Background: an optimization exercise with open tools, aiming at small area, a short achievable clock period and few clock cycles per item. Do not read the settings as production practice.
The RTL was checked by simulation tests, not by an equivalence proof against the original design.

==> flow/design.v, too long to show whole: its modules and the start of the top module <==
// module fl_comp: 8403 lines
module fl_comp (
    input  wire               clk,
    input  wire               rst,
    input  wire               in_valid,
    output wire               in_ready,
    input  wire               in_start,      
    input  wire               in_settle,     
    input  wire               in_forced,     
    input  wire               in_ff_en,      
    input  wire signed [23:0] in_p,          
    input  wire        [13:0] in_centre,     
    input  wire signed [8:0]  in_code,       
    input  wire signed [17:0] in_ffd,        
    input  wire signed [23:0] cfg_ki,
    input  wire signed [23:0] cfg_b0,
    input  wire signed [23:0] cfg_b1,
    input  wire signed [23:0] cfg_b2,
    input  wire signed [23:0] cfg_a1,
    input  wire signed [23:0] cfg_a2,
    input  wire        [3:0]  cfg_gsh,
    input  wire        [15:0] cfg_imin,
    input  wire        [15:0] cfg_imax,
    input  wire        [15:0] cfg_dmin,
    input  wire        [15:0] cfg_dmax,
    input  wire        [15:0] cfg_ipre,
    input  wire        [15:0] cfg_ffd_max,
    input  wire               cfg_ovr_int,
    output reg                out_valid,
    output reg         [15:0] out_d,
    output reg                out_dsat_hi,
    output reg                out_dsat_lo,
    output reg                out_hold,
    output reg  signed [17:0] out_x,
    output reg  signed [39:0] out_i
);
  // ...
==> flow/flow/run.sh <==
#!/bin/bash
# The standard layout (the standard.sh) with two changes in how it is made:
#  - Yosys's synth skips its early generic ABC pass (-noabc). The design's
#    carry-save trees are written out as full adders; that pass re-encodes
#    their polarity, so extract_fa then needs an inverter on many adder pins.
#    Registers are untouched; the final ABC mapping runs as usual.
#  - the port buffers are buf_2 cells instead of the default delay-buffer pick.
set -euo pipefail
export SYNTH_ARGS=-noabc
export BUFFER_PORTS_ARGS="-buffer_cell sky130_fd_sc_hd__buf_2"
bash standard.sh > standard_flow.log 2>&1
==> flow/standard.sh <==
#!/bin/bash
# synth_recipe.tcl (not shown) runs the flow's synth.tcl, then flattens the netlist and writes it again
# the make line also repeats each setting of config.mk as NAME=value (left out here)
make -C /OpenROAD-flow-scripts/flow DESIGN_CONFIG=/design/flow/config.mk WORK_HOME=/design/flow/orfs CLKGATE_MAP_FILE= SYNTH_SCRIPT=/design/flow/synth_recipe.tcl "${@:-finish}"
==> flow/config.mk <==
export PLATFORM = sky130hd
export DESIGN_NAME = fl_comp
export DESIGN_NICKNAME = fl_comp
export VERILOG_FILES = /design/flow/design.v
export SDC_FILE = /design/flow/constraint.sdc
export NUM_CORES = 4
export LEC_CHECK = 0
export ABC_AREA = 1
export CAP_MARGIN = 20
export CORE_MARGIN = 2
export CORE_UTILIZATION = 55
export SLEW_MARGIN = 20
==> flow/constraint.sdc <==
create_clock -name core_clock -period 45.0 [get_ports {clk}]
set_input_delay 9.0000 -clock core_clock [delete_from_list [all_inputs] [get_ports {clk}]]
set_output_delay 9.0000 -clock core_clock [all_outputs]
set_load 0.01 [all_outputs]
==> results.txt, run 1 <==
status -> finished clean
largest net degree at the start of global routing -> 124
Signal buffers -> 669
Final min period -> 10.34 ns
Finish-stage setup viols -> 0
fin area -> 130800 um^2
Synth Flop Type -> dfxtp_1
largest area contributor in the netlist -> fa_1
Yosys cell types -> 65
most common cell after layout, fill and taps aside -> xor2_1
fillers -> 19300
detailed-route via count -> 107600
buffer depth of the longest clock path -> 3
total grt overflow -> 0
met1 WL -> 188.1 mm
Clock-cell share -> 0.02804
type of the worst setup path -> flop to flop
multi-input gate share of total cell area -> 0.6991
vias in the first global route -> 108000
RSZ-0062 raised after global routing -> false
die area -> 226700 um^2
first-pass GRT wire length -> 745.6 mm
Post-Layout Cell Count -> 15640
sequential cells -> 937
root buffer cell -> clkbuf_16
nets -> 15420
non-clk buf share -> 0.03100
DP Wirelength -> 366.5 mm
reg2reg end -> y1_q[17]
share of cells above drive strength 1 -> 0.08604
worst-case clock skew -> 0.08011 ns
simple logic cell fraction of the synthesized area -> 0.06442
Worst R2R Start -> s1_a1_neg[5]
tap cells -> 2975
setup TNS -> 0 ns
CP top delay family -> adder cells
core area -> 221900 um^2
Top class by area -> multi-input combinational cells
Testbench counts, summed over its fixed seeds: cycles 12,143, items 12,000.
==> run 2: changes to the inputs <==
--- a/flow/design.v
+++ b/flow/design.v
@@ -2882,223 +2882,303 @@
     wire isum_ad_p43 = ik_ra[43] ^ ik_rb[43];
     wire isum_ad_g43 = ik_ra[43] & ik_rb[43];
     wire isum_ad_p44 = ik_ra[44] ^ ik_rb[44];
     wire isum_ad_g44 = ik_ra[44] & ik_rb[44];
     wire isum_ad_p45 = ik_ra[45] ^ ik_rb[45];
     wire isum_ad_g45 = ik_ra[45] & ik_rb[45];
     wire isum_ad_p46 = ik_ra[46] ^ ik_rb[46];
     wire isum_ad_g46 = ik_ra[46] & ik_rb[46];
-    wire isum_ad_Gu_1 = isum_ad_g1 | (isum_ad_p1 & isum_ad_g0);
-    wire isum_ad_Pu_1 = isum_ad_p1 & isum_ad_p0;
-    wire isum_ad_Gu_2 = isum_ad_g3 | (isum_ad_p3 & isum_ad_g2);
-    wire isum_ad_Pu_2 = isum_ad_p3 & isum_ad_p2;
-    wire isum_ad_Gu_3 = isum_ad_g5 | (isum_ad_p5 & isum_ad_g4);
-    wire isum_ad_Pu_3 = isum_ad_p5 & isum_ad_p4;
-    wire isum_ad_Gu_4 = isum_ad_g7 | (isum_ad_p7 & isum_ad_g6);
-    wire isum_ad_Pu_4 = isum_ad_p7 & isum_ad_p6;
-    wire isum_ad_Gu_5 = isum_ad_g9 | (isum_ad_p9 & isum_ad_g8);
-    wire isum_ad_Pu_5 = isum_ad_p9 & isum_ad_p8;
-    wire isum_ad_Gu_6 = isum_ad_g11 | (isum_ad_p11 & isum_ad_g10);
-    wire isum_ad_Pu_6 = isum_ad_p11 & isum_ad_p10;
-    wire isum_ad_Gu_7 = isum_ad_g13 | (isum_ad_p13 & isum_ad_g12);
-    wire isum_ad_Pu_7 = isum_ad_p13 & isum_ad_p12;
-    wire isum_ad_Gu_8 = isum_ad_g15 | (isum_ad_p15 & isum_ad_g14);
-    wire isum_ad_Pu_8 = isum_ad_p15 & isum_ad_p14;
-    wire isum_ad_Gu_9 = isum_ad_g17 | (isum_ad_p17 & isum_ad_g16);
-    wire isum_ad_Pu_9 = isum_ad_p17 & isum_ad_p16;
-    wire isum_ad_Gu_10 = isum_ad_g19 | (isum_ad_p19 & isum_ad_g18);
-    wire isum_ad_Pu_10 = isum_ad_p19 & isum_ad_p18;
-    wire isum_ad_Gu_11 = isum_ad_g21 | (isum_ad_p21 & isum_ad_g20);
-    wire isum_ad_Pu_11 = isum_ad_p21 & isum_ad_p20;
-    wire isum_ad_Gu_12 = isum_ad_g23 | (isum_ad_p23 & isum_ad_g22);
-    wire isum_ad_Pu_12 = isum_ad_p23 & isum_ad_p22;
-    wire isum_ad_Gu_13 = isum_ad_g25 | (isum_ad_p25 & isum_ad_g24);
-    wire isum_ad_Pu_13 = isum_ad_p25 & isum_ad_p24;
-    wire isum_ad_Gu_14 = isum_ad_g27 | (isum_ad_p27 & isum_ad_g26);
-    wire isum_ad_Pu_14 = isum_ad_p27 & isum_ad_p26;
-    wire isum_ad_Gu_15 = isum_ad_g29 | (isum_ad_p29 & isum_ad_g28);
-    wire isum_ad_Pu_15 = isum_ad_p29 & isum_ad_p28;
-    wire isum_ad_Gu_16 = isum_ad_g31 | (isum_ad_p31 & isum_ad_g30);
-    wire isum_ad_Pu_16 = isum_ad_p31 & isum_ad_p30;
-    wire isum_ad_Gu_17 = isum_ad_g33 | (isum_ad_p33 & isum_ad_g32);
-    wire isum_ad_Pu_17 = isum_ad_p33 & isum_ad_p32;
-    wire isum_ad_Gu_18 = isum_ad_g35 | (isum_ad_p35 & isum_ad_g34);
-    wire isum_ad_Pu_18 = isum_ad_p35 & isum_ad_p34;
-    wire isum_ad_Gu_19 = isum_ad_g37 | (isum_ad_p37 & isum_ad_g36);
-    wire isum_ad_Pu_19 = isum_ad_p37 & isum_ad_p36;
-    wire isum_ad_Gu_20 = isum_ad_g39 | (isum_ad_p39 & isum_ad_g38);
-    wire isum_ad_Pu_20 = isum_ad_p39 & isum_ad_p38;
-    wire isum_ad_Gu_21 = isum_ad_g41 | (isum_ad_p41 & isum_ad_g40);
-    wire isum_ad_Pu_21 = isum_ad_p41 & isum_ad_p40;
-    wire isum_ad_Gu_22 = isum_ad_g43 | (isum_ad_p43 & isum_ad_g42);
-    wire isum_ad_Pu_22 = isum_ad_p43 & isum_ad_p42;
-    wire isum_ad_Gu_23 = isum_ad_g45 | (isum_ad_p45 & isum_ad_g44);
-    wire isum_ad_Pu_23 = isum_ad_p45 & isum_ad_p44;
-    wire isum_ad_Gu_24 = isum_ad_Gu_2 | (isum_ad_Pu_2 & isum_ad_Gu_1);
-    wire isum_ad_Pu_24 = isum_ad_Pu_2 & isum_ad_Pu_1;
-    wire isum_ad_Gu_25 = isum_ad_Gu_4 | (isum_ad_Pu_4 & isum_ad_Gu_3);
-    wire isum_ad_Pu_25 = isum_ad_Pu_4 & isum_ad_Pu_3;
-    wire isum_ad_Gu_26 = isum_ad_Gu_6 | (isum_ad_Pu_6 & isum_ad_Gu_5);
-    wire isum_ad_Pu_26 = isum_ad_Pu_6 & isum_ad_Pu_5;
-    wire isum_ad_Gu_27 = isum_ad_Gu_8 | (isum_ad_Pu_8 & isum_ad_Gu_7);
-    wire isum_ad_Pu_27 = isum_ad_Pu_8 & isum_ad_Pu_7;
-    wire isum_ad_Gu_28 = isum_ad_Gu_10 | (isum_ad_Pu_10 & isum_ad_Gu_9);
-    wire isum_ad_Pu_28 = isum_ad_Pu_10 & isum_ad_Pu_9;
-    wire isum_ad_Gu_29 = isum_ad_Gu_12 | (isum_ad_Pu_12 & isum_ad_Gu_11);
-    wire isum_ad_Pu_29 = isum_ad_Pu_12 & isum_ad_Pu_11;
-    wire isum_ad_Gu_30 = isum_ad_Gu_14 | (isum_ad_Pu_14 & isum_ad_Gu_13);
-    wire isum_ad_Pu_30 = isum_ad_Pu_14 & isum_ad_Pu_13;
-    wire isum_ad_Gu_31 = isum_ad_Gu_16 | (isum_ad_Pu_16 & isum_ad_Gu_15);
-    wire isum_ad_Pu_31 = isum_ad_Pu_16 & isum_ad_Pu_15;
-    wire isum_ad_Gu_32 = isum_ad_Gu_18 | (isum_ad_Pu_18 & isum_ad_Gu_17);
-    wire isum_ad_Pu_32 = isum_ad_Pu_18 & isum_ad_Pu_17;
-    wire isum_ad_Gu_33 = isum_ad_Gu_20 | (isum_ad_Pu_20 & isum_ad_Gu_19);
-    wire isum_ad_Pu_33 = isum_ad_Pu_20 & isum_ad_Pu_19;
-    wire isum_ad_Gu_34 = isum_ad_Gu_22 | (isum_ad_Pu_22 & isum_ad_Gu_21);
-    wire isum_ad_Pu_34 = isum_ad_Pu_22 & isum_ad_Pu_21;
-    wire isum_ad_Gu_35 = isum_ad_Gu_25 | (isum_ad_Pu_25 & isum_ad_Gu_24);
-    wire isum_ad_Pu_35 = isum_ad_Pu_25 & isum_ad_Pu_24;
-    wire isum_ad_Gu_36 = isum_ad_Gu_27 | (isum_ad_Pu_27 & isum_ad_Gu_26);
-    wire isum_ad_Pu_36 = isum_ad_Pu_27 & isum_ad_Pu_26;
-    wire isum_ad_Gu_37 = isum_ad_Gu_29 | (isum_ad_Pu_29 & isum_ad_Gu_28);
-    wire isum_ad_Pu_37 = isum_ad_Pu_29 & isum_ad_Pu_28;
-    wire isum_ad_Gu_38 = isum_ad_Gu_31 | (isum_ad_Pu_31 & isum_ad_Gu_30);
-    wire isum_ad_Pu_38 = isum_ad_Pu_31 & isum_ad_Pu_30;
-    wire isum_ad_Gu_39 = isum_ad_Gu_33 | (isum_ad_Pu_33 & isum_ad_Gu_32);
-    wire isum_ad_Pu_39 = isum_ad_Pu_33 & isum_ad_Pu_32;
-    wire isum_ad_Gu_40 = isum_ad_Gu_36 | (isum_ad_Pu_36 & isum_ad_Gu_35);
-    wire isum_ad_Pu_40 = isum_ad_Pu_36 & isum_ad_Pu_35;
-    wire isum_ad_Gu_41 = isum_ad_Gu_38 | (isum_ad_Pu_38 & isum_ad_Gu_37);
-    wire isum_ad_Pu_41 = isum_ad_Pu_38 & isum_ad_Pu_37;
-    wire isum_ad_Gu_42 = isum_ad_Gu_41 | (isum_ad_Pu_41 & isum_ad_Gu_40);
-    wire isum_ad_Pu_42 = isum_ad_Pu_41 & isum_ad_Pu_40;
-    wire isum_ad_Gd_43 = isum_ad_Gu_37 | (isum_ad_Pu_37 & isum_ad_Gu_40);
-    wire isum_ad_Pd_43 = isum_ad_Pu_37 & isum_ad_Pu_40;
-    wire isum_ad_Gd_44 = isum_ad_Gu_39 | (isum_ad_Pu_39 & isum_ad_Gu_42);
-    wire isum_ad_Pd_44 = isum_ad_Pu_39 & isum_ad_Pu_42;
-    wire isum_ad_Gd_45 = isum_ad_Gu_26 | (isum_ad_Pu_26 & isum_ad_Gu_35);
-    wire isum_ad_Pd_45 = isum_ad_Pu_26 & isum_ad_Pu_35;
-    wire isum_ad_Gd_46 = isum_ad_Gu_28 | (isum_ad_Pu_28 & isum_ad_Gu_40);
-    wire isum_ad_Pd_46 = isum_ad_Pu_28 & isum_ad_Pu_40;
-    wire isum_ad_Gd_47 = isum_ad_Gu_30 | (isum_ad_Pu_30 & isum_ad_Gd_43);
-    wire isum_ad_Pd_47 = isum_ad_Pu_30 & isum_ad_Pd_43;
-    wire isum_ad_Gd_48 = isum_ad_Gu_32 | (isum_ad_Pu_32 & isum_ad_Gu_42);
-    wire isum_ad_Pd_48 = isum_ad_Pu_32 & isum_ad_Pu_42;
-    wire isum_ad_Gd_49 = isum_ad_Gu_34 | (isum_ad_Pu_34 & isum_ad_Gd_44);
-    wire isum_ad_Pd_49 = isum_ad_Pu_34 & isum_ad_Pd_44;
-    wire isum_ad_Gd_50 = isum_ad_Gu_3 | (isum_ad_Pu_3 & isum_ad_Gu_24);
-    wire isum_ad_Pd_50 = isum_ad_Pu_3 & isum_ad_Pu_24;
-    wire isum_ad_Gd_51 = isum_ad_Gu_5 | (isum_ad_Pu_5 & isum_ad_Gu_35);
-    wire isum_ad_Pd_51 = isum_ad_Pu_5 & isum_ad_Pu_35;
-    wire isum_ad_Gd_52 = isum_ad_Gu_7 | (isum_ad_Pu_7 & isum_ad_Gd_45);
-    wire isum_ad_Pd_52 = isum_ad_Pu_7 & isum_ad_Pd_45;
-    wire isum_ad_Gd_53 = isum_ad_Gu_9 | (isum_ad_Pu_9 & isum_ad_Gu_40);
-    wire isum_ad_Pd_53 = isum_ad_Pu_9 & isum_ad_Pu_40;
-    wire isum_ad_Gd_54 = isum_ad_Gu_11 | (isum_ad_Pu_11 & isum_ad_Gd_46);
-    wire isum_ad_Pd_54 = isum_ad_Pu_11 & isum_ad_Pd_46;
-    wire isum_ad_Gd_55 = isum_ad_Gu_13 | (isum_ad_Pu_13 & isum_ad_Gd_43);
-    wire isum_ad_Pd_55 = isum_ad_Pu_13 & isum_ad_Pd_43;
-    wire isum_ad_Gd_56 = isum_ad_Gu_15 | (isum_ad_Pu_15 & isum_ad_Gd_47);
-    wire isum_ad_Pd_56 = isum_ad_Pu_15 & isum_ad_Pd_47;
-    wire isum_ad_Gd_57 = isum_ad_Gu_17 | (isum_ad_Pu_17 & isum_ad_Gu_42);
-    wire isum_ad_Pd_57 = isum_ad_Pu_17 & isum_ad_Pu_42;
-    wire isum_ad_Gd_58 = isum_ad_Gu_19 | (isum_ad_Pu_19 & isum_ad_Gd_48);
-    wire isum_ad_Pd_58 = isum_ad_Pu_19 & isum_ad_Pd_48;
-    wire isum_ad_Gd_59 = isum_ad_Gu_21 | (isum_ad_Pu_21 & isum_ad_Gd_44);
-    wire isum_ad_Pd_59 = isum_ad_Pu_21 & isum_ad_Pd_44;
-    wire isum_ad_Gd_60 = isum_ad_Gu_23 | (isum_ad_Pu_23 & isum_ad_Gd_49);
-    wire isum_ad_Pd_60 = isum_ad_Pu_23 & isum_ad_Pd_49;
-    wire isum_ad_Gd_61 = isum_ad_g2 | (isum_ad_p2 & isum_ad_Gu_1);
-    wire isum_ad_Pd_61 = isum_ad_p2 & isum_ad_Pu_1;
-    wire isum_ad_Gd_62 = isum_ad_g4 | (isum_ad_p4 & isum_ad_Gu_24);
-    wire isum_ad_Pd_62 = isum_ad_p4 & isum_ad_Pu_24;
-    wire isum_ad_Gd_63 = isum_ad_g6 | (isum_ad_p6 & isum_ad_Gd_50);
-    wire isum_ad_Pd_63 = isum_ad_p6 & isum_ad_Pd_50;
-    wire isum_ad_Gd_64 = isum_ad_g8 | (isum_ad_p8 & isum_ad_Gu_35);
-    wire isum_ad_Pd_64 = isum_ad_p8 & isum_ad_Pu_35;
-    wire isum_ad_Gd_65 = isum_ad_g10 | (isum_ad_p10 & isum_ad_Gd_51);
-    wire isum_ad_Pd_65 = isum_ad_p10 & isum_ad_Pd_51;
-    wire isum_ad_Gd_66 = isum_ad_g12 | (isum_ad_p12 & isum_ad_Gd_45);
-    wire isum_ad_Pd_66 = isum_ad_p12 & isum_ad_Pd_45;
-    wire isum_ad_Gd_67 = isum_ad_g14 | (isum_ad_p14 & isum_ad_Gd_52);
-    wire isum_ad_Pd_67 = isum_ad_p14 & isum_ad_Pd_52;
-    wire isum_ad_Gd_68 = isum_ad_g16 | (isum_ad_p16 & isum_ad_Gu_40);
-    wire isum_ad_Pd_68 = isum_ad_p16 & isum_ad_Pu_40;
-    wire isum_ad_Gd_69 = isum_ad_g18 | (isum_ad_p18 & isum_ad_Gd_53);
-    wire isum_ad_Pd_69 = isum_ad_p18 & isum_ad_Pd_53;
-    wire isum_ad_Gd_70 = isum_ad_g20 | (isum_ad_p20 & isum_ad_Gd_46);
-    wire isum_ad_Pd_70 = isum_ad_p20 & isum_ad_Pd_46;
-    wire isum_ad_Gd_71 = isum_ad_g22 | (isum_ad_p22 & isum_ad_Gd_54);
-    wire isum_ad_Pd_71 = isum_ad_p22 & isum_ad_Pd_54;
-    wire isum_ad_Gd_72 = isum_ad_g24 | (isum_ad_p24 & isum_ad_Gd_43);
-    wire isum_ad_Pd_72 = isum_ad_p24 & isum_ad_Pd_43;
-    wire isum_ad_Gd_73 = isum_ad_g26 | (isum_ad_p26 & isum_ad_Gd_55);
-    wire isum_ad_Pd_73 = isum_ad_p26 & isum_ad_Pd_55;
-    wire isum_ad_Gd_74 = isum_ad_g28 | (isum_ad_p28 & isum_ad_Gd_47);
-    wire isum_ad_Pd_74 = isum_ad_p28 & isum_ad_Pd_47;
-    wire isum_ad_Gd_75 = isum_ad_g30 | (isum_ad_p30 & isum_ad_Gd_56);
-    wire isum_ad_Pd_75 = isum_ad_p30 & isum_ad_Pd_56;
-    wire isum_ad_Gd_76 = isum_ad_g32 | (isum_ad_p32 & isum_ad_Gu_42);
-    wire isum_ad_Pd_76 = isum_ad_p32 & isum_ad_Pu_42;
-    wire isum_ad_Gd_77 = isum_ad_g34 | (isum_ad_p34 & isum_ad_Gd_57);
-    wire isum_ad_Pd_77 = isum_ad_p34 & isum_ad_Pd_57;
-    wire isum_ad_Gd_78 = isum_ad_g36 | (isum_ad_p36 & isum_ad_Gd_48);
-    wire isum_ad_Pd_78 = isum_ad_p36 & isum_ad_Pd_48;
-    wire isum_ad_Gd_79 = isum_ad_g38 | (isum_ad_p38 & isum_ad_Gd_58);
-    wire isum_ad_Pd_79 = isum_ad_p38 & isum_ad_Pd_58;
-    wire isum_ad_Gd_80 = isum_ad_g40 | (isum_ad_p40 & isum_ad_Gd_44);
-    wire isum_ad_Pd_80 = isum_ad_p40 & isum_ad_Pd_44;
-    wire isum_ad_Gd_81 = isum_ad_g42 | (isum_ad_p42 & isum_ad_Gd_59);
-    wire isum_ad_Pd_81 = isum_ad_p42 & isum_ad_Pd_59;
-    wire isum_ad_Gd_82 = isum_ad_g44 | (isum_ad_p44 & isum_ad_Gd_49);
-    wire isum_ad_Pd_82 = isum_ad_p44 & isum_ad_Pd_49;
-    wire isum_ad_Gd_83 = isum_ad_g46 | (isum_ad_p46 & isum_ad_Gd_60);
-    wire isum_ad_Pd_83 = isum_ad_p46 & isum_ad_Pd_60;
-    wire isum_ad_s6 = isum_ad_p6 ^ isum_ad_Gd_50;
-    wire isum_ad_s7 = isum_ad_p7 ^ isum_ad_Gd_63;
-    wire isum_ad_s8 = isum_ad_p8 ^ isum_ad_Gu_35;
-    wire isum_ad_s9 = isum_ad_p9 ^ isum_ad_Gd_64;
-    wire isum_ad_s10 = isum_ad_p10 ^ isum_ad_Gd_51;
-    wire isum_ad_s11 = isum_ad_p11 ^ isum_ad_Gd_65;
-    wire isum_ad_s12 = isum_ad_p12 ^ isum_ad_Gd_45;
-    wire isum_ad_s13 = isum_ad_p13 ^ isum_ad_Gd_66;
-    wire isum_ad_s14 = isum_ad_p14 ^ isum_ad_Gd_52;
-    wire isum_ad_s15 = isum_ad_p15 ^ isum_ad_Gd_67;
-    wire isum_ad_s16 = isum_ad_p16 ^ isum_ad_Gu_40;
-    wire isum_ad_s17 = isum_ad_p17 ^ isum_ad_Gd_68;
-    wire isum_ad_s18 = isum_ad_p18 ^ isum_ad_Gd_53;
-    wire isum_ad_s19 = isum_ad_p19 ^ isum_ad_Gd_69;
-    wire isum_ad_s20 = isum_ad_p20 ^ isum_ad_Gd_46;
-    wire isum_ad_s21 = isum_ad_p21 ^ isum_ad_Gd_70;
-    wire isum_ad_s22 = isum_ad_p22 ^ isum_ad_Gd_54;
-    wire isum_ad_s23 = isum_ad_p23 ^ isum_ad_Gd_71;
-    wire isum_ad_s24 = isum_ad_p24 ^ isum_ad_Gd_43;
-    wire isum_ad_s25 = isum_ad_p25 ^ isum_ad_Gd_72;
-    wire isum_ad_s26 = isum_ad_p26 ^ isum_ad_Gd_55;
-    wire isum_ad_s27 = isum_ad_p27 ^ isum_ad_Gd_73;
-    wire isum_ad_s28 = isum_ad_p28 ^ isum_ad_Gd_47;
-    wire isum_ad_s29 = isum_ad_p29 ^ isum_ad_Gd_74;
-    wire isum_ad_s30 = isum_ad_p30 ^ isum_ad_Gd_56;
-    wire isum_ad_s31 = isum_ad_p31 ^ isum_ad_Gd_75;
-    wire isum_ad_s32 = isum_ad_p32 ^ isum_ad_Gu_42;
-    wire isum_ad_s33 = isum_ad_p33 ^ isum_ad_Gd_76;
-    wire isum_ad_s34 = isum_ad_p34 ^ isum_ad_Gd_57;
-    wire isum_ad_s35 = isum_ad_p35 ^ isum_ad_Gd_77;
-    wire isum_ad_s36 = isum_ad_p36 ^ isum_ad_Gd_48;
-    wire isum_ad_s37 = isum_ad_p37 ^ isum_ad_Gd_78;
-    wire isum_ad_s38 = isum_ad_p38 ^ isum_ad_Gd_58;
-    wire isum_ad_s39 = isum_ad_p39 ^ isum_ad_Gd_79;
-    wire isum_ad_s40 = isum_ad_p40 ^ isum_ad_Gd_44;
-    wire isum_ad_s41 = isum_ad_p41 ^ isum_ad_Gd_80;
-    wire isum_ad_s42 = isum_ad_p42 ^ isum_ad_Gd_59;
-    wire isum_ad_s43 = isum_ad_p43 ^ isum_ad_Gd_81;
-    wire isum_ad_s44 = isum_ad_p44 ^ isum_ad_Gd_49;
-    wire isum_ad_s45 = isum_ad_p45 ^ isum_ad_Gd_82;
-    wire isum_ad_s46 = isum_ad_p46 ^ isum_ad_Gd_60;
+    wire isum_ad_Gs_1 = isum_ad_g1 | (isum_ad_p1 & isum_ad_g0);
+    wire isum_ad_Ps_1 = isum_ad_p1 & isum_ad_p0;
+    wire isum_ad_Gs_2 = isum_ad_g3 | (isum_ad_p3 & isum_ad_g2);
+    wire isum_ad_Ps_2 = isum_ad_p3 & isum_ad_p2;
+    wire isum_ad_Gs_3 = isum_ad_g5 | (isum_ad_p5 & isum_ad_g4);
+    wire isum_ad_Ps_3 = isum_ad_p5 & isum_ad_p4;
+    wire isum_ad_Gs_4 = isum_ad_g7 | (isum_ad_p7 & isum_ad_g6);
+    wire isum_ad_Ps_4 = isum_ad_p7 & isum_ad_p6;
+    wire isum_ad_Gs_5 = isum_ad_g9 | (isum_ad_p9 & isum_ad_g8);
+    wire isum_ad_Ps_5 = isum_ad_p9 & isum_ad_p8;
+    wire isum_ad_Gs_6 = isum_ad_g11 | (isum_ad_p11 & isum_ad_g10);
+    wire isum_ad_Ps_6 = isum_ad_p11 & isum_ad_p10;
+    wire isum_ad_Gs_7 = isum_ad_g13 | (isum_ad_p13 & isum_ad_g12);
+    wire isum_ad_Ps_7 = isum_ad_p13 & isum_ad_p12;
+    wire isum_ad_Gs_8 = isum_ad_g15 | (isum_ad_p15 & isum_ad_g14);
+    wire isum_ad_Ps_8 = isum_ad_p15 & isum_ad_p14;
+    wire isum_ad_Gs_9 = isum_ad_g17 | (isum_ad_p17 & isum_ad_g16);
+    wire isum_ad_Ps_9 = isum_ad_p17 & isum_ad_p16;
+    wire isum_ad_Gs_10 = isum_ad_g19 | (isum_ad_p19 & isum_ad_g18);
+    wire isum_ad_Ps_10 = isum_ad_p19 & isum_ad_p18;
+    wire isum_ad_Gs_11 = isum_ad_g21 | (isum_ad_p21 & isum_ad_g20);
+    wire isum_ad_Ps_11 = isum_ad_p21 & isum_ad_p20;
+    wire isum_ad_Gs_12 = isum_ad_g23 | (isum_ad_p23 & isum_ad_g22);
+    wire isum_ad_Ps_12 = isum_ad_p23 & isum_ad_p22;
+    wire isum_ad_Gs_13 = isum_ad_g25 | (isum_ad_p25 & isum_ad_g24);
+    wire isum_ad_Ps_13 = isum_ad_p25 & isum_ad_p24;
+    wire isum_ad_Gs_14 = isum_ad_g27 | (isum_ad_p27 & isum_ad_g26);
+    wire isum_ad_Ps_14 = isum_ad_p27 & isum_ad_p26;
+    wire isum_ad_Gs_15 = isum_ad_g29 | (isum_ad_p29 & isum_ad_g28);
+    wire isum_ad_Ps_15 = isum_ad_p29 & isum_ad_p28;
+    wire isum_ad_Gs_16 = isum_ad_g31 | (isum_ad_p31 & isum_ad_g30);
+    wire isum_ad_Ps_16 = isum_ad_p31 & isum_ad_p30;
+    wire isum_ad_Gs_17 = isum_ad_g33 | (isum_ad_p33 & isum_ad_g32);
+    wire isum_ad_Ps_17 = isum_ad_p33 & isum_ad_p32;
+    wire isum_ad_Gs_18 = isum_ad_g35 | (isum_ad_p35 & isum_ad_g34);
+    wire isum_ad_Ps_18 = isum_ad_p35 & isum_ad_p34;
+    wire isum_ad_Gs_19 = isum_ad_g37 | (isum_ad_p37 & isum_ad_g36);
+    wire isum_ad_Ps_19 = isum_ad_p37 & isum_ad_p36;
+    wire isum_ad_Gs_20 = isum_ad_g39 | (isum_ad_p39 & isum_ad_g38);
+    wire isum_ad_Ps_20 = isum_ad_p39 & isum_ad_p38;
+    wire isum_ad_Gs_21 = isum_ad_g41 | (isum_ad_p41 & isum_ad_g40);
+    wire isum_ad_Ps_21 = isum_ad_p41 & isum_ad_p40;
+    wire isum_ad_Gs_22 = isum_ad_g43 | (isum_ad_p43 & isum_ad_g42);
+    wire isum_ad_Ps_22 = isum_ad_p43 & isum_ad_p42;
+    wire isum_ad_Gs_23 = isum_ad_g45 | (isum_ad_p45 & isum_ad_g44);
+    wire isum_ad_Ps_23 = isum_ad_p45 & isum_ad_p44;
+    wire isum_ad_Gs_24 = isum_ad_g2 | (isum_ad_p2 & isum_ad_Gs_1);
+    wire isum_ad_Ps_24 = isum_ad_p2 & isum_ad_Ps_1;
+    wire isum_ad_Gs_25 = isum_ad_Gs_2 | (isum_ad_Ps_2 & isum_ad_Gs_1);
+    wire isum_ad_Ps_25 = isum_ad_Ps_2 & isum_ad_Ps_1;
+    wire isum_ad_Gs_26 = isum_ad_g6 | (isum_ad_p6 & isum_ad_Gs_3);
+    wire isum_ad_Ps_26 = isum_ad_p6 & isum_ad_Ps_3;
+    wire isum_ad_Gs_27 = isum_ad_Gs_4 | (isum_ad_Ps_4 & isum_ad_Gs_3);
+    wire isum_ad_Ps_27 = isum_ad_Ps_4 & isum_ad_Ps_3;
+    wire isum_ad_Gs_28 = isum_ad_g10 | (isum_ad_p10 & isum_ad_Gs_5);
+    wire isum_ad_Ps_28 = isum_ad_p10 & isum_ad_Ps_5;
+    wire isum_ad_Gs_29 = isum_ad_Gs_6 | (isum_ad_Ps_6 & isum_ad_Gs_5);
+    wire isum_ad_Ps_29 = isum_ad_Ps_6 & isum_ad_Ps_5;
+    wire isum_ad_Gs_30 = isum_ad_g14 | (isum_ad_p14 & isum_ad_Gs_7);
+    wire isum_ad_Ps_30 = isum_ad_p14 & isum_ad_Ps_7;
+    wire isum_ad_Gs_31 = isum_ad_Gs_8 | (isum_ad_Ps_8 & isum_ad_Gs_7);
+    wire isum_ad_Ps_31 = isum_ad_Ps_8 & isum_ad_Ps_7;
+    wire isum_ad_Gs_32 = isum_ad_g18 | (isum_ad_p18 & isum_ad_Gs_9);
+    wire isum_ad_Ps_32 = isum_ad_p18 & isum_ad_Ps_9;
+    wire isum_ad_Gs_33 = isum_ad_Gs_10 | (isum_ad_Ps_10 & isum_ad_Gs_9);
+    wire isum_ad_Ps_33 = isum_ad_Ps_10 & isum_ad_Ps_9;
+    wire isum_ad_Gs_34 = isum_ad_g22 | (isum_ad_p22 & isum_ad_Gs_11);
+    wire isum_ad_Ps_34 = isum_ad_p22 & isum_ad_Ps_11;
+    wire isum_ad_Gs_35 = isum_ad_Gs_12 | (isum_ad_Ps_12 & isum_ad_Gs_11);
+    wire isum_ad_Ps_35 = isum_ad_Ps_12 & isum_ad_Ps_11;
+    wire isum_ad_Gs_36 = isum_ad_g26 | (isum_ad_p26 & isum_ad_Gs_13);
+    wire isum_ad_Ps_36 = isum_ad_p26 & isum_ad_Ps_13;
+    wire isum_ad_Gs_37 = isum_ad_Gs_14 | (isum_ad_Ps_14 & isum_ad_Gs_13);
+    wire isum_ad_Ps_37 = isum_ad_Ps_14 & isum_ad_Ps_13;
+    wire isum_ad_Gs_38 = isum_ad_g30 | (isum_ad_p30 & isum_ad_Gs_15);
+    wire isum_ad_Ps_38 = isum_ad_p30 & isum_ad_Ps_15;
+    wire isum_ad_Gs_39 = isum_ad_Gs_16 | (isum_ad_Ps_16 & isum_ad_Gs_15);
+    wire isum_ad_Ps_39 = isum_ad_Ps_16 & isum_ad_Ps_15;
+    wire isum_ad_Gs_40 = isum_ad_g34 | (isum_ad_p34 & isum_ad_Gs_17);
+    wire isum_ad_Ps_40 = isum_ad_p34 & isum_ad_Ps_17;
+    wire isum_ad_Gs_41 = isum_ad_Gs_18 | (isum_ad_Ps_18 & isum_ad_Gs_17);
+    wire isum_ad_Ps_41 = isum_ad_Ps_18 & isum_ad_Ps_17;
+    wire isum_ad_Gs_42 = isum_ad_g38 | (isum_ad_p38 & isum_ad_Gs_19);
+    wire isum_ad_Ps_42 = isum_ad_p38 & isum_ad_Ps_19;
+    wire isum_ad_Gs_43 = isum_ad_Gs_20 | (isum_ad_Ps_20 & isum_ad_Gs_19);
+    wire isum_ad_Ps_43 = isum_ad_Ps_20 & isum_ad_Ps_19;
+    wire isum_ad_Gs_44 = isum_ad_g42 | (isum_ad_p42 & isum_ad_Gs_21);
+    wire isum_ad_Ps_44 = isum_ad_p42 & isum_ad_Ps_21;
+    wire isum_ad_Gs_45 = isum_ad_Gs_22 | (isum_ad_Ps_22 & isum_ad_Gs_21);
+    wire isum_ad_Ps_45 = isum_ad_Ps_22 & isum_ad_Ps_21;
+    wire isum_ad_Gs_46 = isum_ad_g46 | (isum_ad_p46 & isum_ad_Gs_23);
+    wire isum_ad_Ps_46 = isum_ad_p46 & isum_ad_Ps_23;
+    wire isum_ad_Gs_47 = isum_ad_g4 | (isum_ad_p4 & isum_ad_Gs_25);
+    wire isum_ad_Ps_47 = isum_ad_p4 & isum_ad_Ps_25;
+    wire isum_ad_Gs_48 = isum_ad_Gs_3 | (isum_ad_Ps_3 & isum_ad_Gs_25);
+    wire isum_ad_Ps_48 = isum_ad_Ps_3 & isum_ad_Ps_25;
+    wire isum_ad_Gs_49 = isum_ad_Gs_26 | (isum_ad_Ps_26 & isum_ad_Gs_25);
+    wire isum_ad_Ps_49 = isum_ad_Ps_26 & isum_ad_Ps_25;
+    wire isum_ad_Gs_50 = isum_ad_Gs_27 | (isum_ad_Ps_27 & isum_ad_Gs_25);
+    wire isum_ad_Ps_50 = isum_ad_Ps_27 & isum_ad_Ps_25;
+    wire isum_ad_Gs_51 = isum_ad_g12 | (isum_ad_p12 & isum_ad_Gs_29);
+    wire isum_ad_Ps_51 = isum_ad_p12 & isum_ad_Ps_29;
+    wire isum_ad_Gs_52 = isum_ad_Gs_7 | (isum_ad_Ps_7 & isum_ad_Gs_29);
+    wire isum_ad_Ps_52 = isum_ad_Ps_7 & isum_ad_Ps_29;
+    wire isum_ad_Gs_53 = isum_ad_Gs_30 | (isum_ad_Ps_30 & isum_ad_Gs_29);
+    wire isum_ad_Ps_53 = isum_ad_Ps_30 & isum_ad_Ps_29;
+    wire isum_ad_Gs_54 = isum_ad_Gs_31 | (isum_ad_Ps_31 & isum_ad_Gs_29);
+    wire isum_ad_Ps_54 = isum_ad_Ps_31 & isum_ad_Ps_29;
+    wire isum_ad_Gs_55 = isum_ad_g20 | (isum_ad_p20 & isum_ad_Gs_33);
+    wire isum_ad_Ps_55 = isum_ad_p20 & isum_ad_Ps_33;
+    wire isum_ad_Gs_56 = isum_ad_Gs_11 | (isum_ad_Ps_11 & isum_ad_Gs_33);
+    wire isum_ad_Ps_56 = isum_ad_Ps_11 & isum_ad_Ps_33;
+    wire isum_ad_Gs_57 = isum_ad_Gs_34 | (isum_ad_Ps_34 & isum_ad_Gs_33);
+    wire isum_ad_Ps_57 = isum_ad_Ps_34 & isum_ad_Ps_33;
+    wire isum_ad_Gs_58 = isum_ad_Gs_35 | (isum_ad_Ps_35 & isum_ad_Gs_33);
+    wire isum_ad_Ps_58 = isum_ad_Ps_35 & isum_ad_Ps_33;
+    wire isum_ad_Gs_59 = isum_ad_g28 | (isum_ad_p28 & isum_ad_Gs_37);
+    wire isum_ad_Ps_59 = isum_ad_p28 & isum_ad_Ps_37;
+    wire isum_ad_Gs_60 = isum_ad_Gs_15 | (isum_ad_Ps_15 & isum_ad_Gs_37);
+    wire isum_ad_Ps_60 = isum_ad_Ps_15 & isum_ad_Ps_37;
+    wire isum_ad_Gs_61 = isum_ad_Gs_38 | (isum_ad_Ps_38 & isum_ad_Gs_37);
+    wire isum_ad_Ps_61 = isum_ad_Ps_38 & isum_ad_Ps_37;
+    wire isum_ad_Gs_62 = isum_ad_Gs_39 | (isum_ad_Ps_39 & isum_ad_Gs_37);
+    wire isum_ad_Ps_62 = isum_ad_Ps_39 & isum_ad_Ps_37;
+    wire isum_ad_Gs_63 = isum_ad_g36 | (isum_ad_p36 & isum_ad_Gs_41);
+    wire isum_ad_Ps_63 = isum_ad_p36 & isum_ad_Ps_41;
+    wire isum_ad_Gs_64 = isum_ad_Gs_19 | (isum_ad_Ps_19 & isum_ad_Gs_41);
+    wire isum_ad_Ps_64 = isum_ad_Ps_19 & isum_ad_Ps_41;
+    wire isum_ad_Gs_65 = isum_ad_Gs_42 | (isum_ad_Ps_42 & isum_ad_Gs_41);
+    wire isum_ad_Ps_65 = isum_ad_Ps_42 & isum_ad_Ps_41;
+    wire isum_ad_Gs_66 = isum_ad_Gs_43 | (isum_ad_Ps_43 & isum_ad_Gs_41);
+    wire isum_ad_Ps_66 = isum_ad_Ps_43 & isum_ad_Ps_41;
+    wire isum_ad_Gs_67 = isum_ad_g44 | (isum_ad_p44 & isum_ad_Gs_45);
+    wire isum_ad_Ps_67 = isum_ad_p44 & isum_ad_Ps_45;
+    wire isum_ad_Gs_68 = isum_ad_Gs_23 | (isum_ad_Ps_23 & isum_ad_Gs_45);
+    wire isum_ad_Ps_68 = isum_ad_Ps_23 & isum_ad_Ps_45;
+    wire isum_ad_Gs_69 = isum_ad_Gs_46 | (isum_ad_Ps_46 & isum_ad_Gs_45);
+    wire isum_ad_Ps_69 = isum_ad_Ps_46 & isum_ad_Ps_45;
+    wire isum_ad_Gs_70 = isum_ad_g8 | (isum_ad_p8 & isum_ad_Gs_50);
+    wire isum_ad_Ps_70 = isum_ad_p8 & isum_ad_Ps_50;
+    wire isum_ad_Gs_71 = isum_ad_Gs_5 | (isum_ad_Ps_5 & isum_ad_Gs_50);
+    wire isum_ad_Ps_71 = isum_ad_Ps_5 & isum_ad_Ps_50;
+    wire isum_ad_Gs_72 = isum_ad_Gs_28 | (isum_ad_Ps_28 & isum_ad_Gs_50);
+    wire isum_ad_Ps_72 = isum_ad_Ps_28 & isum_ad_Ps_50;
+    wire isum_ad_Gs_73 = isum_ad_Gs_29 | (isum_ad_Ps_29 & isum_ad_Gs_50);
+    wire isum_ad_Ps_73 = isum_ad_Ps_29 & isum_ad_Ps_50;
+    wire isum_ad_Gs_74 = isum_ad_Gs_51 | (isum_ad_Ps_51 & isum_ad_Gs_50);
+    wire isum_ad_Ps_74 = isum_ad_Ps_51 & isum_ad_Ps_50;
+    wire isum_ad_Gs_75 = isum_ad_Gs_52 | (isum_ad_Ps_52 & isum_ad_Gs_50);
+    wire isum_ad_Ps_75 = isum_ad_Ps_52 & isum_ad_Ps_50;
+    wire isum_ad_Gs_76 = isum_ad_Gs_53 | (isum_ad_Ps_53 & isum_ad_Gs_50);
+    wire isum_ad_Ps_76 = isum_ad_Ps_53 & isum_ad_Ps_50;
+    wire isum_ad_Gs_77 = isum_ad_Gs_54 | (isum_ad_Ps_54 & isum_ad_Gs_50);
+    wire isum_ad_Ps_77 = isum_ad_Ps_54 & isum_ad_Ps_50;
+    wire isum_ad_Gs_78 = isum_ad_g24 | (isum_ad_p24 & isum_ad_Gs_58);
+    wire isum_ad_Ps_78 = isum_ad_p24 & isum_ad_Ps_58;
+    wire isum_ad_Gs_79 = isum_ad_Gs_13 | (isum_ad_Ps_13 & isum_ad_Gs_58);
+    wire isum_ad_Ps_79 = isum_ad_Ps_13 & isum_ad_Ps_58;
+    wire isum_ad_Gs_80 = isum_ad_Gs_36 | (isum_ad_Ps_36 & isum_ad_Gs_58);
+    wire isum_ad_Ps_80 = isum_ad_Ps_36 & isum_ad_Ps_58;
+    wire isum_ad_Gs_81 = isum_ad_Gs_37 | (isum_ad_Ps_37 & isum_ad_Gs_58);
+    wire isum_ad_Ps_81 = isum_ad_Ps_37 & isum_ad_Ps_58;
+    wire isum_ad_Gs_82 = isum_ad_Gs_59 | (isum_ad_Ps_59 & isum_ad_Gs_58);
+    wire isum_ad_Ps_82 = isum_ad_Ps_59 & isum_ad_Ps_58;
+    wire isum_ad_Gs_83 = isum_ad_Gs_60 | (isum_ad_Ps_60 & isum_ad_Gs_58);
+    wire isum_ad_Ps_83 = isum_ad_Ps_60 & isum_ad_Ps_58;
+    wire isum_ad_Gs_84 = isum_ad_Gs_61 | (isum_ad_Ps_61 & isum_ad_Gs_58);
+    wire isum_ad_Ps_84 = isum_ad_Ps_61 & isum_ad_Ps_58;
+    wire isum_ad_Gs_85 = isum_ad_Gs_62 | (isum_ad_Ps_62 & isum_ad_Gs_58);
+    wire isum_ad_Ps_85 = isum_ad_Ps_62 & isum_ad_Ps_58;
+    wire isum_ad_Gs_86 = isum_ad_g40 | (isum_ad_p40 & isum_ad_Gs_66);
+    wire isum_ad_Ps_86 = isum_ad_p40 & isum_ad_Ps_66;
+    wire isum_ad_Gs_87 = isum_ad_Gs_21 | (isum_ad_Ps_21 & isum_ad_Gs_66);
+    wire isum_ad_Ps_87 = isum_ad_Ps_21 & isum_ad_Ps_66;
+    wire isum_ad_Gs_88 = isum_ad_Gs_44 | (isum_ad_Ps_44 & isum_ad_Gs_66);
+    wire isum_ad_Ps_88 = isum_ad_Ps_44 & isum_ad_Ps_66;
+    wire isum_ad_Gs_89 = isum_ad_Gs_45 | (isum_ad_Ps_45 & isum_ad_Gs_66);
+    wire isum_ad_Ps_89 = isum_ad_Ps_45 & isum_ad_Ps_66;
+    wire isum_ad_Gs_90 = isum_ad_Gs_67 | (isum_ad_Ps_67 & isum_ad_Gs_66);
+    wire isum_ad_Ps_90 = isum_ad_Ps_67 & isum_ad_Ps_66;
+    wire isum_ad_Gs_91 = isum_ad_Gs_68 | (isum_ad_Ps_68 & isum_ad_Gs_66);
+    wire isum_ad_Ps_91 = isum_ad_Ps_68 & isum_ad_Ps_66;
+    wire isum_ad_Gs_92 = isum_ad_Gs_69 | (isum_ad_Ps_69 & isum_ad_Gs_66);
+    wire isum_ad_Ps_92 = isum_ad_Ps_69 & isum_ad_Ps_66;
+    wire isum_ad_Gs_93 = isum_ad_g16 | (isum_ad_p16 & isum_ad_Gs_77);
+    wire isum_ad_Ps_93 = isum_ad_p16 & isum_ad_Ps_77;
+    wire isum_ad_Gs_94 = isum_ad_Gs_9 | (isum_ad_Ps_9 & isum_ad_Gs_77);
+    wire isum_ad_Ps_94 = isum_ad_Ps_9 & isum_ad_Ps_77;
+    wire isum_ad_Gs_95 = isum_ad_Gs_32 | (isum_ad_Ps_32 & isum_ad_Gs_77);
+    wire isum_ad_Ps_95 = isum_ad_Ps_32 & isum_ad_Ps_77;
+    wire isum_ad_Gs_96 = isum_ad_Gs_33 | (isum_ad_Ps_33 & isum_ad_Gs_77);
+    wire isum_ad_Ps_96 = isum_ad_Ps_33 & isum_ad_Ps_77;
+    wire isum_ad_Gs_97 = isum_ad_Gs_55 | (isum_ad_Ps_55 & isum_ad_Gs_77);
+    wire isum_ad_Ps_97 = isum_ad_Ps_55 & isum_ad_Ps_77;
+    wire isum_ad_Gs_98 = isum_ad_Gs_56 | (isum_ad_Ps_56 & isum_ad_Gs_77);
+    wire isum_ad_Ps_98 = isum_ad_Ps_56 & isum_ad_Ps_77;
+    wire isum_ad_Gs_99 = isum_ad_Gs_57 | (isum_ad_Ps_57 & isum_ad_Gs_77);
+    wire isum_ad_Ps_99 = isum_ad_Ps_57 & isum_ad_Ps_77;
+    wire isum_ad_Gs_100 = isum_ad_Gs_58 | (isum_ad_Ps_58 & isum_ad_Gs_77);
+    wire isum_ad_Ps_100 = isum_ad_Ps_58 & isum_ad_Ps_77;
+    wire isum_ad_Gs_101 = isum_ad_Gs_78 | (isum_ad_Ps_78 & isum_ad_Gs_77);
+    wire isum_ad_Ps_101 = isum_ad_Ps_78 & isum_ad_Ps_77;
+    wire isum_ad_Gs_102 = isum_ad_Gs_79 | (isum_ad_Ps_79 & isum_ad_Gs_77);
+    wire isum_ad_Ps_102 = isum_ad_Ps_79 & isum_ad_Ps_77;
+    wire isum_ad_Gs_103 = isum_ad_Gs_80 | (isum_ad_Ps_80 & isum_ad_Gs_77);
+    wire isum_ad_Ps_103 = isum_ad_Ps_80 & isum_ad_Ps_77;
+    wire isum_ad_Gs_104 = isum_ad_Gs_81 | (isum_ad_Ps_81 & isum_ad_Gs_77);
+    wire isum_ad_Ps_104 = isum_ad_Ps_81 & isum_ad_Ps_77;
+    wire isum_ad_Gs_105 = isum_ad_Gs_82 | (isum_ad_Ps_82 & isum_ad_Gs_77);
+    wire isum_ad_Ps_105 = isum_ad_Ps_82 & isum_ad_Ps_77;
+    wire isum_ad_Gs_106 = isum_ad_Gs_83 | (isum_ad_Ps_83 & isum_ad_Gs_77);
+    wire isum_ad_Ps_106 = isum_ad_Ps_83 & isum_ad_Ps_77;
+    wire isum_ad_Gs_107 = isum_ad_Gs_84 | (isum_ad_Ps_84 & isum_ad_Gs_77);
+    wire isum_ad_Ps_107 = isum_ad_Ps_84 & isum_ad_Ps_77;
+    wire isum_ad_Gs_108 = isum_ad_Gs_85 | (isum_ad_Ps_85 & isum_ad_Gs_77);
+    wire isum_ad_Ps_108 = isum_ad_Ps_85 & isum_ad_Ps_77;
+    wire isum_ad_Gs_109 = isum_ad_g32 | (isum_ad_p32 & isum_ad_Gs_108);
+    wire isum_ad_Ps_109 = isum_ad_p32 & isum_ad_Ps_108;
+    wire isum_ad_Gs_110 = isum_ad_Gs_17 | (isum_ad_Ps_17 & isum_ad_Gs_108);
+    wire isum_ad_Ps_110 = isum_ad_Ps_17 & isum_ad_Ps_108;
+    wire isum_ad_Gs_111 = isum_ad_Gs_40 | (isum_ad_Ps_40 & isum_ad_Gs_108);
+    wire isum_ad_Ps_111 = isum_ad_Ps_40 & isum_ad_Ps_108;
+    wire isum_ad_Gs_112 = isum_ad_Gs_41 | (isum_ad_Ps_41 & isum_ad_Gs_108);
+    wire isum_ad_Ps_112 = isum_ad_Ps_41 & isum_ad_Ps_108;
+    wire isum_ad_Gs_113 = isum_ad_Gs_63 | (isum_ad_Ps_63 & isum_ad_Gs_108);
+    wire isum_ad_Ps_113 = isum_ad_Ps_63 & isum_ad_Ps_108;
+    wire isum_ad_Gs_114 = isum_ad_Gs_64 | (isum_ad_Ps_64 & isum_ad_Gs_108);
+    wire isum_ad_Ps_114 = isum_ad_Ps_64 & isum_ad_Ps_108;
+    wire isum_ad_Gs_115 = isum_ad_Gs_65 | (isum_ad_Ps_65 & isum_ad_Gs_108);
+    wire isum_ad_Ps_115 = isum_ad_Ps_65 & isum_ad_Ps_108;
+    wire isum_ad_Gs_116 = isum_ad_Gs_66 | (isum_ad_Ps_66 & isum_ad_Gs_108);
+    wire isum_ad_Ps_116 = isum_ad_Ps_66 & isum_ad_Ps_108;
+    wire isum_ad_Gs_117 = isum_ad_Gs_86 | (isum_ad_Ps_86 & isum_ad_Gs_108);
+    wire isum_ad_Ps_117 = isum_ad_Ps_86 & isum_ad_Ps_108;
+    wire isum_ad_Gs_118 = isum_ad_Gs_87 | (isum_ad_Ps_87 & isum_ad_Gs_108);
+    wire isum_ad_Ps_118 = isum_ad_Ps_87 & isum_ad_Ps_108;
+    wire isum_ad_Gs_119 = isum_ad_Gs_88 | (isum_ad_Ps_88 & isum_ad_Gs_108);
+    wire isum_ad_Ps_119 = isum_ad_Ps_88 & isum_ad_Ps_108;
+    wire isum_ad_Gs_120 = isum_ad_Gs_89 | (isum_ad_Ps_89 & isum_ad_Gs_108);
+    wire isum_ad_Ps_120 = isum_ad_Ps_89 & isum_ad_Ps_108;
+    wire isum_ad_Gs_121 = isum_ad_Gs_90 | (isum_ad_Ps_90 & isum_ad_Gs_108);
+    wire isum_ad_Ps_121 = isum_ad_Ps_90 & isum_ad_Ps_108;
+    wire isum_ad_Gs_122 = isum_ad_Gs_91 | (isum_ad_Ps_91 & isum_ad_Gs_108);
+    wire isum_ad_Ps_122 = isum_ad_Ps_91 & isum_ad_Ps_108;
+    wire isum_ad_Gs_123 = isum_ad_Gs_92 | (isum_ad_Ps_92 & isum_ad_Gs_108);
+    wire isum_ad_Ps_123 = isum_ad_Ps_92 & isum_ad_Ps_108;
+    wire isum_ad_s6 = isum_ad_p6 ^ isum_ad_Gs_48;
+    wire isum_ad_s7 = isum_ad_p7 ^ isum_ad_Gs_49;
+    wire isum_ad_s8 = isum_ad_p8 ^ isum_ad_Gs_50;
+    wire isum_ad_s9 = isum_ad_p9 ^ isum_ad_Gs_70;
+    wire isum_ad_s10 = isum_ad_p10 ^ isum_ad_Gs_71;
+    wire isum_ad_s11 = isum_ad_p11 ^ isum_ad_Gs_72;
+    wire isum_ad_s12 = isum_ad_p12 ^ isum_ad_Gs_73;
+    wire isum_ad_s13 = isum_ad_p13 ^ isum_ad_Gs_74;
+    wire isum_ad_s14 = isum_ad_p14 ^ isum_ad_Gs_75;
+    wire isum_ad_s15 = isum_ad_p15 ^ isum_ad_Gs_76;
+    wire isum_ad_s16 = isum_ad_p16 ^ isum_ad_Gs_77;
+    wire isum_ad_s17 = isum_ad_p17 ^ isum_ad_Gs_93;
+    wire isum_ad_s18 = isum_ad_p18 ^ isum_ad_Gs_94;
+    wire isum_ad_s19 = isum_ad_p19 ^ isum_ad_Gs_95;
+    wire isum_ad_s20 = isum_ad_p20 ^ isum_ad_Gs_96;
+    wire isum_ad_s21 = isum_ad_p21 ^ isum_ad_Gs_97;
+    wire isum_ad_s22 = isum_ad_p22 ^ isum_ad_Gs_98;
+    wire isum_ad_s23 = isum_ad_p23 ^ isum_ad_Gs_99;
+    wire isum_ad_s24 = isum_ad_p24 ^ isum_ad_Gs_100;
+    wire isum_ad_s25 = isum_ad_p25 ^ isum_ad_Gs_101;
+    wire isum_ad_s26 = isum_ad_p26 ^ isum_ad_Gs_102;
+    wire isum_ad_s27 = isum_ad_p27 ^ isum_ad_Gs_103;
+    wire isum_ad_s28 = isum_ad_p28 ^ isum_ad_Gs_104;
+    wire isum_ad_s29 = isum_ad_p29 ^ isum_ad_Gs_105;
+    wire isum_ad_s30 = isum_ad_p30 ^ isum_ad_Gs_106;
+    wire isum_ad_s31 = isum_ad_p31 ^ isum_ad_Gs_107;
+    wire isum_ad_s32 = isum_ad_p32 ^ isum_ad_Gs_108;
+    wire isum_ad_s33 = isum_ad_p33 ^ isum_ad_Gs_109;
+    wire isum_ad_s34 = isum_ad_p34 ^ isum_ad_Gs_110;
+    wire isum_ad_s35 = isum_ad_p35 ^ isum_ad_Gs_111;
+    wire isum_ad_s36 = isum_ad_p36 ^ isum_ad_Gs_112;
+    wire isum_ad_s37 = isum_ad_p37 ^ isum_ad_Gs_113;
+    wire isum_ad_s38 = isum_ad_p38 ^ isum_ad_Gs_114;
+    wire isum_ad_s39 = isum_ad_p39 ^ isum_ad_Gs_115;
+    wire isum_ad_s40 = isum_ad_p40 ^ isum_ad_Gs_116;
+    wire isum_ad_s41 = isum_ad_p41 ^ isum_ad_Gs_117;
+    wire isum_ad_s42 = isum_ad_p42 ^ isum_ad_Gs_118;
+    wire isum_ad_s43 = isum_ad_p43 ^ isum_ad_Gs_119;
+    wire isum_ad_s44 = isum_ad_p44 ^ isum_ad_Gs_120;
+    wire isum_ad_s45 = isum_ad_p45 ^ isum_ad_Gs_121;
+    wire isum_ad_s46 = isum_ad_p46 ^ isum_ad_Gs_122;
     wire [40:0] isum = {isum_ad_s46, isum_ad_s45, isum_ad_s44, isum_ad_s43, isum_ad_s42, isum_ad_s41, isum_ad_s40, isum_ad_s39, isum_ad_s38, isum_ad_s37, isum_ad_s36, isum_ad_s35, isum_ad_s34, isum_ad_s33, isum_ad_s32, isum_ad_s31, isum_ad_s30, isum_ad_s29, isum_ad_s28, isum_ad_s27, isum_ad_s26, isum_ad_s25, isum_ad_s24, isum_ad_s23, isum_ad_s22, isum_ad_s21, isum_ad_s20, isum_ad_s19, isum_ad_s18, isum_ad_s17, isum_ad_s16, isum_ad_s15, isum_ad_s14, isum_ad_s13, isum_ad_s12, isum_ad_s11, isum_ad_s10, isum_ad_s9, isum_ad_s8, isum_ad_s7, isum_ad_s6};
     wire bd_749_neg = s1_b0_neg[0];
     wire [18:0] bd_749_pp;
     assign bd_749_pp[0] = ((s1_b0_one[0] & s1_x[0]) | (s1_b0_two[0] & 1'b0)) ^ bd_749_neg;
     assign bd_749_pp[1] = ((s1_b0_one[0] & s1_x[1]) | (s1_b0_two[0] & s1_x[0])) ^ bd_749_neg;
     assign bd_749_pp[2] = ((s1_b0_one[0] & s1_x[2]) | (s1_b0_two[0] & s1_x[1])) ^ bd_749_neg;
     assign bd_749_pp[3] = ((s1_b0_one[0] & s1_x[3]) | (s1_b0_two[0] & s1_x[2])) ^ bd_749_neg;
     assign bd_749_pp[4] = ((s1_b0_one[0] & s1_x[4]) | (s1_b0_two[0] & s1_x[3])) ^ bd_749_neg;
==> flow/config.mk (replaced) <==
export PLATFORM = sky130hd
export DESIGN_NAME = fl_comp
export DESIGN_NICKNAME = fl_comp
export VERILOG_FILES = /design/flow/design.v
export SDC_FILE = /design/flow/constraint.sdc
export NUM_CORES = 4
export LEC_CHECK = 0
export ABC_AREA = 1
export CAP_MARGIN = 20
export CORE_MARGIN = 2
export CORE_UTILIZATION = 40
export SLEW_MARGIN = 30
==> run 2 against run 1 <==
  * Critical path depth increased by 11
  * Sequential cell count unchanged
  * Area after synthesis increased by 0.61%
  * Global-route usage decreased by 13 points
  * Largest cell class unchanged
  * Highest routed layer unchanged
==> results.txt, run 2 <==
status -> finished clean (unchanged)
max FFs per register -> 43 (unchanged)
Hold Crit Class -> flop to flop (unchanged)
root buffer cell -> clkbuf_16 (unchanged)
share of cells above drive strength 1 -> 0.08827 (was 0.08604)
die area -> 312800 um^2 (was 226700 um^2)
most frequent cells in the layout -> xor2_1, fa_1, o22ai_1, nand2_1, inv_1 (unchanged)
Synth Flop Type -> dfxtp_1 (unchanged)
type of the worst setup path -> flop to flop (unchanged)
count of input and output buffers -> 395 (unchanged)
detailed-route via count -> 105800 (was 107600)
GP Congestion -> 1.042 (was 1.138)
final wirelength -> 522.6 mm (was 519.7 mm)
Hold Violations, Final -> 0 (unchanged)
CP max stage delay -> 1.01 ns (was 0.82 ns)
RSZ-0062 raised after global routing -> false (unchanged)
Antenna Violating Nets Remaining -> 0 (unchanged)
hold_buf cts -> 0 (unchanged)
buffer depth of the longest clock path -> 4 (was 3)
post-place setup slack -> 33.68 ns (was 33.95 ns)
clk slew on worst S/H paths -> 0.06 ns (was 0.07 ns)
postcts setup bufs -> 0 (unchanged)
first-pass GRT wire length -> 744.9 mm (was 745.6 mm)
mapped cell area -> 123300 um^2 (was 122600 um^2)
Clk Latency, worst-skew pair -> 0.95 ns (was 0.82 ns)
setup TNS -> 0 ns (unchanged)
fraction of registers with async set/reset -> 0 (unchanged)
vias in the first global route -> 104400 (was 108000)
WL per Instance -> 30.59 um (was 33.22 um)
Core Rows -> 203 (was 173)
Critical Path Start Type -> flop (unchanged)
cell mode on critical path -> nand2_1 (was fa_1)
top cell type's share of synthesized area -> 0.3032 (was 0.3079)
Yosys reg bits -> 937 (unchanged)
Layout area overhead -> 8.233% (was 6.679%)
syn avg cell area -> 9.487 um^2 (was 9.637 um^2)
Iteration-0 DRC Markers -> 14850 (was 16430)
clk sink count -> 937 (unchanged)
Yosys cell types -> 73 (was 65)
worst-case clock skew -> 0.09864 ns (was 0.08011 ns)
Finish-stage setup viols -> 0 (unchanged)
synth cell count leaders -> xor2_1, fa_1, o22ai_1, nand2_1, inv_1 (unchanged)
number of max-cap violations -> 0 (unchanged)
EDFF count, synth -> 461 (unchanged)
Critical Path RT -> 45.63 ns (was 45.64 ns)
initial antenna violation count -> 30 (was 25)
CTS resizes -> 0 (unchanged)
cells after synthesis -> 13000 (was 12720)
CTS H-tree depth -> 3 (unchanged)
Final min period -> 10.46 ns (was 10.34 ns)
Area contributors post-synth -> fa_1, xor2_1, edfxtp_1 (unchanged)
drt via density -> 6.194 (was 6.876)
count of pins over their slew limit -> 0 (unchanged)
largest area contributor in the netlist -> fa_1 (unchanged)
crit end category -> flop (unchanged)
crit share post-route -> 0.2325 (was 0.2298)
nets -> 15720 (was 15420)
crit path DAT -> 11.09 ns (was 10.99 ns)
synth warn -> 1 (unchanged)
total grt overflow -> 0 (unchanged)
most frequent cell after synthesis -> xor2_1 (unchanged)
largest net degree at the start of global routing -> 81 (was 124)
Initial Util -> 0.4026 (was 0.5525)
gr usage total -> 0.3250 (was 0.4535)
chip height -> 559.3 um (was 476.1 um)
actual slew at the worst max-slew pin -> 1.090 ns (was 1.300 ns)
Die Width -> 559.3 um (was 476.1 um)
Biggest register -> s1_bp (unchanged)
CTS tree -> yes (unchanged)
Num CTS Buffers -> 115 (was 103)
core area -> 306300 um^2 (was 221900 um^2)
worst setup margin -> 34.54 ns (was 34.66 ns)
worst rel slew slack -> 0.2528 (was 0.1306)
register area share after synthesis -> 0.1895 (was 0.1907)
Crit Path Max Fanout -> 33 (was 39)
# DRC -> 0 (unchanged)
most common cell after layout, fill and taps aside -> xor2_1 (unchanged)
Crit-path slowest cell -> edfxtp_1 (was o21ai_0)
DP Wirelength -> 375.7 mm (was 366.5 mm)
Peak Freq -> 95.58 MHz (was 96.68 MHz)
DRT Pass-1 Iters -> 10 (was 12)
io pins -> 396 (unchanged)
-- run 2: changes by cell type after synthesis, sizes merged, moves of 20 or more --
cell,before,now
a211oi,25,46
a21oi,385,426
a31oi,51,74
clkinv,175,151
inv,1011,1085
nand2,1140,1306
nand3,169,206
nor2,431,451
nor3,54,77
o21ai,560,538
o221ai,65,28
xor2,2006,1978
-- run 2: kinds of logic (layout without fill, tap and decap cells) --
group                    Yosys count  in the layout  synth area share
flip-flops                       937            937            0.1895
adder cells (fa/ha/maj)         2528           2528            0.3702
buffers and inverters           2201           2155           0.06756
AND/OR/NAND/NOR                 2151           2151           0.07193
XOR/XNOR                        2014           2014            0.1430
multiplexers                      64             64          0.005631
AO/OA/AOI/OAI                   3103           3103            0.1521
other                              2             33        0.00006089
-- run 2: final cells by class --
| type | count | area, um^2 |
|---|---|---|
| fill | 29770 | 172800 |
| multi-input combinational | 9880 | 92040 |
| sequential | 937 | 23380 |
| tap | 4100 | 5130 |
| inverter | 1236 | 4642 |
| timing repair buffer | 706 | 4328 |
| clock buffer | 146 | 3294 |
| clock inverter | 67 | 633.1 |
| antenna | 13 | 32.53 |
-- run 2: final timing paths --
| kind | from | end | slack [ns] | cells past startpoint |
|---|---|---|---|---|
| min | s1_dmin[9] | s2_dmin[9] | 0.34 | 0 |
| max | s1_ki_neg[3] | i_q[39] | 34.54 | 36 |
| min reg2reg | s1_dmin[9] | s2_dmin[9] | 0.34 | 0 |
| max reg2reg | s1_ki_neg[3] | i_q[39] | 34.54 | 36 |
-- run 2: critical path: cells and delay by family (launching register included) --
kind                     cells  cell delay, ns
XOR/XNOR                     3            0.63
AO/OA/AOI/OAI                6            0.98
adder cells (fa/ha/maj)      7            3.08
flip-flops                   1            1.01
AND/OR/NAND/NOR             14            2.73
buffers and inverters        6            1.71
-- run 2: stage by stage --
stage               area, um^2  std cells    util  hold WS (ns)
finish                  133500      17090  0.4358        0.3392
global route            133500      17080  0.4357        0.3399
CTS                     133400      17070  0.4355        0.3380
detailed placement      129500      16860  0.4226        0.3206
global placement        129400      16860  0.4223        0.3254
floorplan               123400      13020       -        0.3096
-- run 2: per-layer routing --
| layer | part of all wire | vias up | track usage |
|---|---|---|---|
| met2 | 0.40 | 8185 | 0.4536 |
| met5 | 0.0016 | - | 0.01021 |
| li1 | - | 43770 | - |
| met1 | 0.37 | 51810 | 0.4105 |
| met3 | 0.15 | 2031 | 0.1431 |
| met4 | 0.075 | 24 | 0.1946 |
Testbench counts of run 2, summed over its fixed seeds: cycles 12,143, items 12,000.

[separate check: timing with driven ports]
How much do the figures lean on ideal ports? The routed layouts below were timed once more, with nothing changed but the port constraints.
Step 1 (the two cells are an assumption about what drives the block):
set clk [get_ports {clk}]
set_driving_cell -lib_cell sky130_fd_sc_hd__clkbuf_16 $clk
set_driving_cell -lib_cell sky130_fd_sc_hd__buf_2 [delete_from_list [all_inputs] $clk]
Step 2 also shifts input and output timing later by t, the mid clock arrival at the registers, as if the neighbouring blocks saw the same clock.
Slacks: ideal ports / drivers / drivers and shift; pairs: ideal ports / drivers.
run	t, ns	slack for setup (ns)	hold WS [ns]	worst slew at a driven data input, ns
run 1	0.895	34.657 / 34.578 / 33.954	0.322 / 0.322 / 0.322	0.05
run 2	1.004	34.538 / 34.451 / 33.691	0.339 / 0.339 / 0.339	0.09
After both steps every run listed still meets setup and hold. The setup slack of run 2, which loses most, moves by -0.087 ns with the drivers and by -0.847 ns with both steps.
